Source: an optimization exercise on an open RTL-to-GDS flow (aim: small area, a short achievable clock period and few clock cycles per item). Production flows keep margins and buffers that such runs may drop. RTL that was checked went through simulation tests only; none was proved equivalent to the original.

==> exp/juniper <==
// stream_filter
module stream_filter (
    input  wire        clk,
    input  wire        rst,          
    input  wire        cfg_we,
    input  wire [31:0] cfg_wdata,
    output wire [31:0] cfg_rdata,
    output reg         cfg_err,
    input  wire        in_valid,
    input  wire [31:0] in_data,
    output wire        in_ready,
    output reg         out_valid,
    output reg  [31:0] out_val,
    output reg         out_emit
);
Settings: LEC_CHECK=0, ABC_AREA=1, CAP_MARGIN=20, CORE_MARGIN=2, CORE_UTILIZATION=60, CTS_BUF_LIST=sky130_fd_sc_hd__clkbuf_8, CTS_CLUSTER_DIAMETER=50, CTS_CLUSTER_SIZE=16, PLACE_DENSITY=0.75, SLEW_MARGIN=20; clock period 120.0 ns.
standard.sh (not shown) runs the stock make flow with config.mk's settings and CLKGATE_MAP_FILE= SYNTH_SCRIPT=/design/flow/synth_recipe.tcl, a recipe that flattens the netlist after the stock synthesis.
==> flow/flow/run.sh <==
#!/bin/bash
# Layout: the standard flow (standard.sh), with the port buffers that
# ORFS's placement step adds made sky130_fd_sc_hd__buf_2 cells. Everything
# else, synthesis included, is the standard flow unchanged.
set -euo pipefail
export BUFFER_PORTS_ARGS="-buffer_cell sky130_fd_sc_hd__buf_1"
bash standard.sh finish > standard_flow.log 2>&1
==> exp/willow: changes against exp/juniper <==
==> flow/design.v (replaced) <==
module stream_filter (
    input  wire        clk,
    input  wire        rst,          
    input  wire        cfg_we,
    input  wire [31:0] cfg_wdata,
    output wire [31:0] cfg_rdata,
    output reg         cfg_err,
    input  wire        in_valid,
    input  wire [31:0] in_data,
    output wire        in_ready,
    output reg         out_valid,
    output reg  [31:0] out_val,
    output reg         out_emit
);
    localparam [2:0] F_NONE = 3'd0,
                     F_AVG  = 3'd1,
                     F_MED3 = 3'd2,
                     F_IIR  = 3'd3;
    localparam NST = 4;
    function integer nsteps(input integer s);
        nsteps = 8;
    endfunction
    function [37:0] add38(input [37:0] a, input [37:0] b, input ci);
        reg c;
        integer i;
        begin
            c = ci;
            for (i = 0; i < 38; i = i + 1) begin
                add38[i] = a[i] ^ b[i] ^ c;
                c = (a[i] & b[i]) | (a[i] & c) | (b[i] & c);
            end
        end
    endfunction
    function ge32(input [31:0] a, input [31:0] b);
        reg [31:0] p, q;
        reg c;
        integer i;
        begin
            p = a ^ 32'h8000_0000;
            q = ~(b ^ 32'h8000_0000);
            c = 1'b1;
            for (i = 0; i < 32; i = i + 1)
                c = (p[i] & q[i]) | (p[i] & c) | (q[i] & c);
            ge32 = c;
        end
    endfunction
    reg [2:0] filter;
    reg [6:0] param;
    reg [7:0] decim;
    reg       bat_en;
    reg       policy;
    assign cfg_rdata = {6'd0, policy, bat_en, decim, 1'b0, param, 5'd0, filter};
    wire [2:0] w_filter = cfg_wdata[2:0];
    wire [6:0] w_param  = cfg_wdata[14:8];
    wire [7:0] w_decim  = cfg_wdata[23:16];
    wire p_zero  = (w_param == 7'd0);
    wire p_avg   = w_param[6] ? (w_param[5:0] == 6'd0) : (w_param[5:1] != 5'd0);
    wire p_iir   = (w_param[6:4] == 3'd0) && !p_zero;
    wire w_ok    = (w_decim != 8'd0) && !w_filter[2] &&
                   (w_filter[0] ? (w_filter[1] ? p_iir : p_avg) : p_zero);
    wire cfg_take = cfg_we && w_ok;
    always @(posedge clk) begin
        if (rst) begin
            filter  <= F_NONE;
            param   <= 7'd0;
            decim   <= 8'd1;
            bat_en  <= 1'b0;
            policy  <= 1'b0;
            cfg_err <= 1'b0;
        end else begin
            cfg_err <= cfg_we && !w_ok;
            if (cfg_take) begin
                filter <= w_filter;
                param  <= w_param;
                decim  <= w_decim;
                bat_en <= cfg_wdata[24];
                policy <= cfg_wdata[25];
            end
        end
    end
    wire       f_avg  = (filter == F_AVG);
    wire       f_med  = (filter == F_MED3);
    wire       f_iir  = (filter == F_IIR);
    wire [5:0] ring_m = f_avg ? param[5:0] - 6'd1 : f_med ? 6'd3 : 6'd0;    
    wire [6:0] cap    = f_avg ? param : 7'd3;    
    wire [3:0] kk     = param[3:0];              
    reg  [5:0] rot;                  
    reg        nrdy;                 
    reg        rdy_o;                
    assign in_ready = rdy_o;
    wire take = in_valid && !nrdy;   
    reg  [31:0] r0;
    reg  [31:0] s1  [0:0];
    reg  [31:0] s2  [0:1];
    reg  [31:0] s4  [0:3];
    reg  [31:0] s8  [0:7];
    reg  [31:0] s16 [0:15];
    reg  [31:0] s32 [0:31];
    wire [31:0] o1 = ring_m[0] ? s1[0]   : r0;
    wire [31:0] o2 = ring_m[1] ? s2[1]   : o1;
    wire [31:0] o3 = ring_m[2] ? s4[3]   : o2;
    wire [31:0] o4 = ring_m[3] ? s8[7]   : o3;
    wire [31:0] o5 = ring_m[4] ? s16[15] : o4;
    wire [31:0] o6 = ring_m[5] ? s32[31] : o5;    
    integer i;
    always @(posedge clk) begin
        r0     <= take ? in_data : o6;
        s1[0]  <= r0;
        s2[0]  <= o1;
        s4[0]  <= o2;
        s8[0]  <= o3;
        s16[0] <= o4;
        s32[0] <= o5;
        s2[1]  <= s2[0];
        for (i = 1; i < 4;  i = i + 1) s4[i]  <= s4[i-1];
        for (i = 1; i < 8;  i = i + 1) s8[i]  <= s8[i-1];
        for (i = 1; i < 16; i = i + 1) s16[i] <= s16[i-1];
        for (i = 1; i < 32; i = i + 1) s32[i] <= s32[i-1];
    end
    reg clr;                         
    wire [5:0] rot_nxt = (take || rot >= ring_m) ? 6'd0 : rot + 6'd1;
    wire       rdy_nxt = (rot_nxt == 6'd0);
    always @(posedge clk) begin
        if (rst || cfg_take || clr) begin
            rot   <= 6'd0;
            nrdy  <= 1'b0;
            rdy_o <= 1'b1;
        end else begin
            rot   <= rot_nxt;
            nrdy  <= !rdy_nxt;
            rdy_o <= rdy_nxt;
        end
    end
    reg                v1;           
    reg  [6:0]         ncnt;         
    reg  [37:0]        acc;          
    reg  [7:0]         dcnt;         
    reg                bc;           
    always @(posedge clk) begin
        if (rst)
            v1 <= 1'b0;
        else
            v1 <= take;
        clr <= rst || cfg_take;
    end
    wire [31:0] x     = r0;
    wire [37:0] x38   = {{6{x[31]}}, x};
    wire        full  = (ncnt == cap);
    wire        first = (ncnt == 7'd1);
    wire [37:0] sum   = add38(x38, acc, f_iir);
    wire [31:0] drop  = full ? o6 : 32'd0;
    wire [37:0] part  = add38(sum, ~{{6{drop[31]}}, drop}, 1'b1);
    wire [3:0]  sh    = first ? 4'd0 : kk;
    wire [32:0] st0   = sum[32:0];
    wire [32:0] st1   = sh[0] ? {st0[32],      st0[32:1]} : st0;
    wire [32:0] st2   = sh[1] ? {{2{st1[32]}}, st1[32:2]} : st1;
    wire [32:0] st3   = sh[2] ? {{4{st2[32]}}, st2[32:4]} : st2;
    wire [32:0] st4   = sh[3] ? {{8{st3[32]}}, st3[32:8]} : st3;
    wire [37:0] iir   = add38(acc, ~{{5{st4[32]}}, st4}, 1'b1);
    wire [31:0] b  = s1[0];
    wire [31:0] c  = s2[0];
    wire        ab = ge32(x, b);
    wire        ac = ge32(x, c);
    wire        lt2 = (ncnt[6:2] == 5'd0) && !(ncnt[1] && ncnt[0]);    
    wire [31:0] med = (!f_med || lt2 || ab != ac) ? x : (bc == ab) ? b : c;
    wire [37:0] num = f_avg ? sum : f_iir ? ~{{6{iir[31]}}, iir[31:0]} : {{6{med[31]}}, med};
    wire [6:0]  den = f_avg ? ncnt : 7'd1;
    wire emit_now = (dcnt + 8'd1 == decim);
    always @(posedge clk) begin
        if (clr) begin
            ncnt <= 7'd1;
            acc  <= 38'd0;
            dcnt <= 8'd0;
        end else if (v1) begin
            if (!full)
                ncnt <= ncnt + 7'd1;
            acc  <= f_iir ? iir : part;
            dcnt <= emit_now ? 8'd0 : dcnt + 8'd1;
        end
        if (v1)
            bc <= ab;
    end
    function [37:0] steps;           
        input [5:0]  rem;
        input [31:0] w;              
        input [6:0]  nb;             
        input integer k;
        reg   [6:0]  t, d, gn, pr;
        reg   [7:0]  cy;
        integer j, i;
        begin
            for (j = 0; j < k; j = j + 1) begin
                t     = {rem, w[31]};
                gn    = t & nb;
                pr    = t ^ nb;
                cy[0] = 1'b1;
                for (i = 0; i < 7; i = i + 1)
                    cy[i+1] = gn[i] | (pr[i] & cy[i]);
                d = pr ^ cy[6:0];
                w   = {w[30:0], cy[7]};
                rem = cy[7] ? d[5:0] : t[5:0];
            end
            steps = {rem, w};
        end
    endfunction
    reg        dv [1:NST];
    reg  [5:0] dr [1:NST];
    reg [31:0] dw [1:NST];
    reg  [6:0] dn [1:NST];
    reg        dg [1:NST];           
    reg        de [1:NST];           
    always @(posedge clk) begin
        if (rst)
            dv[1] <= 1'b0;
        else
            dv[1] <= v1;
        {dr[1], dw[1]} <= num;
        dn[1] <= ~den;
        dg[1] <= num[37];
        de[1] <= emit_now && bat_en;
    end
    wire [37:0] mag1 = {dr[1], dw[1]} ^ {38{dg[1]}};
    genvar g;
    generate
        for (g = 2; g <= NST; g = g + 1) begin : stage
            wire [37:0] s = (g == 2) ? steps(mag1[37:32], mag1[31:0], dn[1], nsteps(1))
                                     : steps(dr[g-1], dw[g-1], dn[g-1], nsteps(g-1));
            always @(posedge clk) begin
                if (rst)
                    dv[g] <= 1'b0;
                else
                    dv[g] <= dv[g-1];
                {dr[g], dw[g]} <= s;
                dn[g] <= dn[g-1];
                dg[g] <= dg[g-1];
                de[g] <= de[g-1];
            end
        end
    endgenerate
    wire [37:0] sl  = steps(dr[NST], dw[NST], dn[NST], nsteps(NST));
    wire [31:0] q   = sl[31:0];
    wire        c1  = ({1'b0, sl[37:32]} + 7'd1 == ~dn[NST]);    
    wire        inc = dg[NST] && !c1;
    wire [31:0] qx  = q ^ {32{dg[NST]}};
    reg  [31:0] pre;                 
    reg  [31:0] pt [0:5];
    integer lv, k;
    always @(*) begin
        pt[0] = {qx[30:0], 1'b1};
        for (lv = 0; lv < 5; lv = lv + 1)
            for (k = 0; k < 32; k = k + 1)
                pt[lv+1][k] = (k >= (1 << lv)) ? pt[lv][k] & pt[lv][k - (1 << lv)] : pt[lv][k];
        pre = pt[5];
    end
    wire [31:0] res = qx ^ (pre & {32{inc}});
    always @(posedge clk) begin
        if (rst) begin
            out_valid <= 1'b0;
            out_val   <= 32'd0;
            out_emit  <= 1'b0;
        end else begin
            out_valid <= dv[NST];
            out_emit  <= dv[NST] && de[NST];
            if (dv[NST])
                out_val <= res;
        end
    end
endmodule
==> flow/run.sh (new file) <==
#!/bin/bash
# synth_recipe.tcl (not shown) runs the flow's synth.tcl, then flattens the netlist and writes it again
# the make line also repeats each setting of config.mk as NAME=value (left out here)
make -C /OpenROAD-flow-scripts/flow DESIGN_CONFIG=/design/flow/config.mk WORK_HOME=/design/flow/orfs CLKGATE_MAP_FILE= SYNTH_SCRIPT=/design/flow/synth_recipe.tcl finish
ABC_AREA = not set   (was 1)
removed: flow/flow/run.sh
removed: flow/standard.sh
==> exp/umber: changes against exp/juniper <==
==> flow/flow/run.sh (replaced) <==
#!/bin/bash
# Layout: the standard flow (standard.sh), with the port buffers that
# ORFS's placement step adds made sky130_fd_sc_hd__buf_2 cells. Everything
# else, synthesis included, is the standard flow unchanged.
set -euo pipefail
export BUFFER_PORTS_ARGS="-buffer_cell sky130_fd_sc_hd__buf_2"
bash standard.sh finish > standard_flow.log 2>&1
CAP_MARGIN = 0   (was 20)
CTS_CLUSTER_DIAMETER = 45   (was 50)
CTS_CLUSTER_SIZE = 20   (was 16)
SLEW_MARGIN = 0   (was 20)
==> exp/pepper: changes against exp/juniper <==
==> flow/flow/run.sh (replaced) <==
#!/bin/bash
# Layout: the standard flow (standard.sh) with two changes to how the
# layout is made: the port buffers that ORFS's placement step adds are
# sky130_fd_sc_hd__buf_2 cells, and clock tree synthesis adds no dummy
# loads (its other settings are config.mk's). Everything else, synthesis
# included, is the standard flow unchanged. The full output goes to
# standard_flow.log here and to ORFS's own logs under orfs/logs.
set -euo pipefail
export BUFFER_PORTS_ARGS="-buffer_cell sky130_fd_sc_hd__buf_2"
export CTS_ARGS="-sink_clustering_enable -repair_clock_nets -sink_clustering_size 20 -sink_clustering_max_diameter 80 -buf_list sky130_fd_sc_hd__clkbuf_8 -dont_use_dummy_load"
bash standard.sh finish > standard_flow.log 2>&1
CAP_MARGIN = 0   (was 20)
CTS_CLUSTER_DIAMETER = 80   (was 50)
CTS_CLUSTER_SIZE = 20   (was 16)
SLEW_MARGIN = 0   (was 20)
==> notes <==
Routed wire length: exp/pepper < exp/willow < exp/umber < exp/juniper.
Core utilization, highest first: exp/willow, exp/umber, exp/juniper, exp/pepper.
In exp/umber the global-route usage is higher than in exp/pepper, by 0.32 points.
In exp/juniper the sequential share of layout area is higher than in exp/willow, by 1.4 points.
Clock skew: exp/juniper < exp/willow < exp/umber < exp/pepper.
==> figures <==
| item | exp/juniper | exp/pepper | exp/willow | exp/umber |
|---|---|---|---|---|
| Status | finished clean | finished clean | finished clean | finished clean |
| Wire length reported by the detailed router | 117 mm | 114 mm | 115 mm | 116 mm |
| Synth unique cells | 63 | 63 | 90 | 63 |
| DP Cell Count | 6813 | 6809 | 6511 | 6809 |
| Share of cell area taken by muxes after synthesis | 2.39% | 2.39% | 6.47% | 2.39% |
| Worst endpoint required time | 96.00 ns | 96.00 ns | 120.78 ns | 96.00 ns |
| Starting Density | 60.5% | 60.5% | 60.3% | 60.5% |
| Insertion delay to the later sink of the worst-skew pair | 0.93 ns | 0.85 ns | 0.90 ns | 0.90 ns |
| Post-place instance area | 0.0677 sq mm | 0.0679 sq mm | 0.0704 sq mm | 0.0679 sq mm |
| Die outline width | 335 microns | 335 microns | 340 microns | 335 microns |
| Critical path peak fanout | 3 | 4 | 12 | 4 |
| Global-route wire length before repair | 186 mm | 181 mm | 184 mm | 184 mm |
Testbench counts of exp/juniper, summed over its fixed seeds: cycles 17,423, items 17,303.
Testbench counts of exp/umber, summed over its fixed seeds: cycles 17,423, items 17,303.
Testbench counts of exp/pepper, summed over its fixed seeds: cycles 17,423, items 17,303.
The RTL of exp/willow was laid out without a check of its function.

-- what the ideal ports hide --
In the flow no input, the clock included, has a driving cell. The finished layouts below were timed again as built, in two steps.
Step 1, drivers: a clkbuf_16 drives clk and a buf_2 each remaining input, both assumed.
Step 2 times the ports against the registers' clock, not the clock port: input delays grow and output delays shrink by t, the midpoint of the rising clock arrivals with the driver on.
a / b / c = no drivers / after step 1 / after step 2; a / b = the first two.
run	shift t [ns]	slack for setup (ns)	hold WS [ns]	latest minus earliest clock arrival (ns)	cell pins on the clock port's net
exp/juniper	0.963	94.522 / 94.455 / 93.880	0.298 / 0.298 / 0.298	0.064 / 0.064	1
exp/willow	0.935	93.251 / 93.292 / 92.356	0.305 / 0.305 / 0.305	0.059 / 0.059	1
exp/umber	0.944	94.546 / 94.477 / 93.957	0.297 / 0.297 / 0.297	0.081 / 0.081	1
exp/pepper	0.881	94.589 / 94.521 / 93.964	0.287 / 0.287 / 0.287	0.088 / 0.087	1
After both steps every run listed still meets setup and hold. For exp/willow, which loses most, drivers alone change the setup slack by +0.041 ns; drivers and shift together by -0.895 ns.
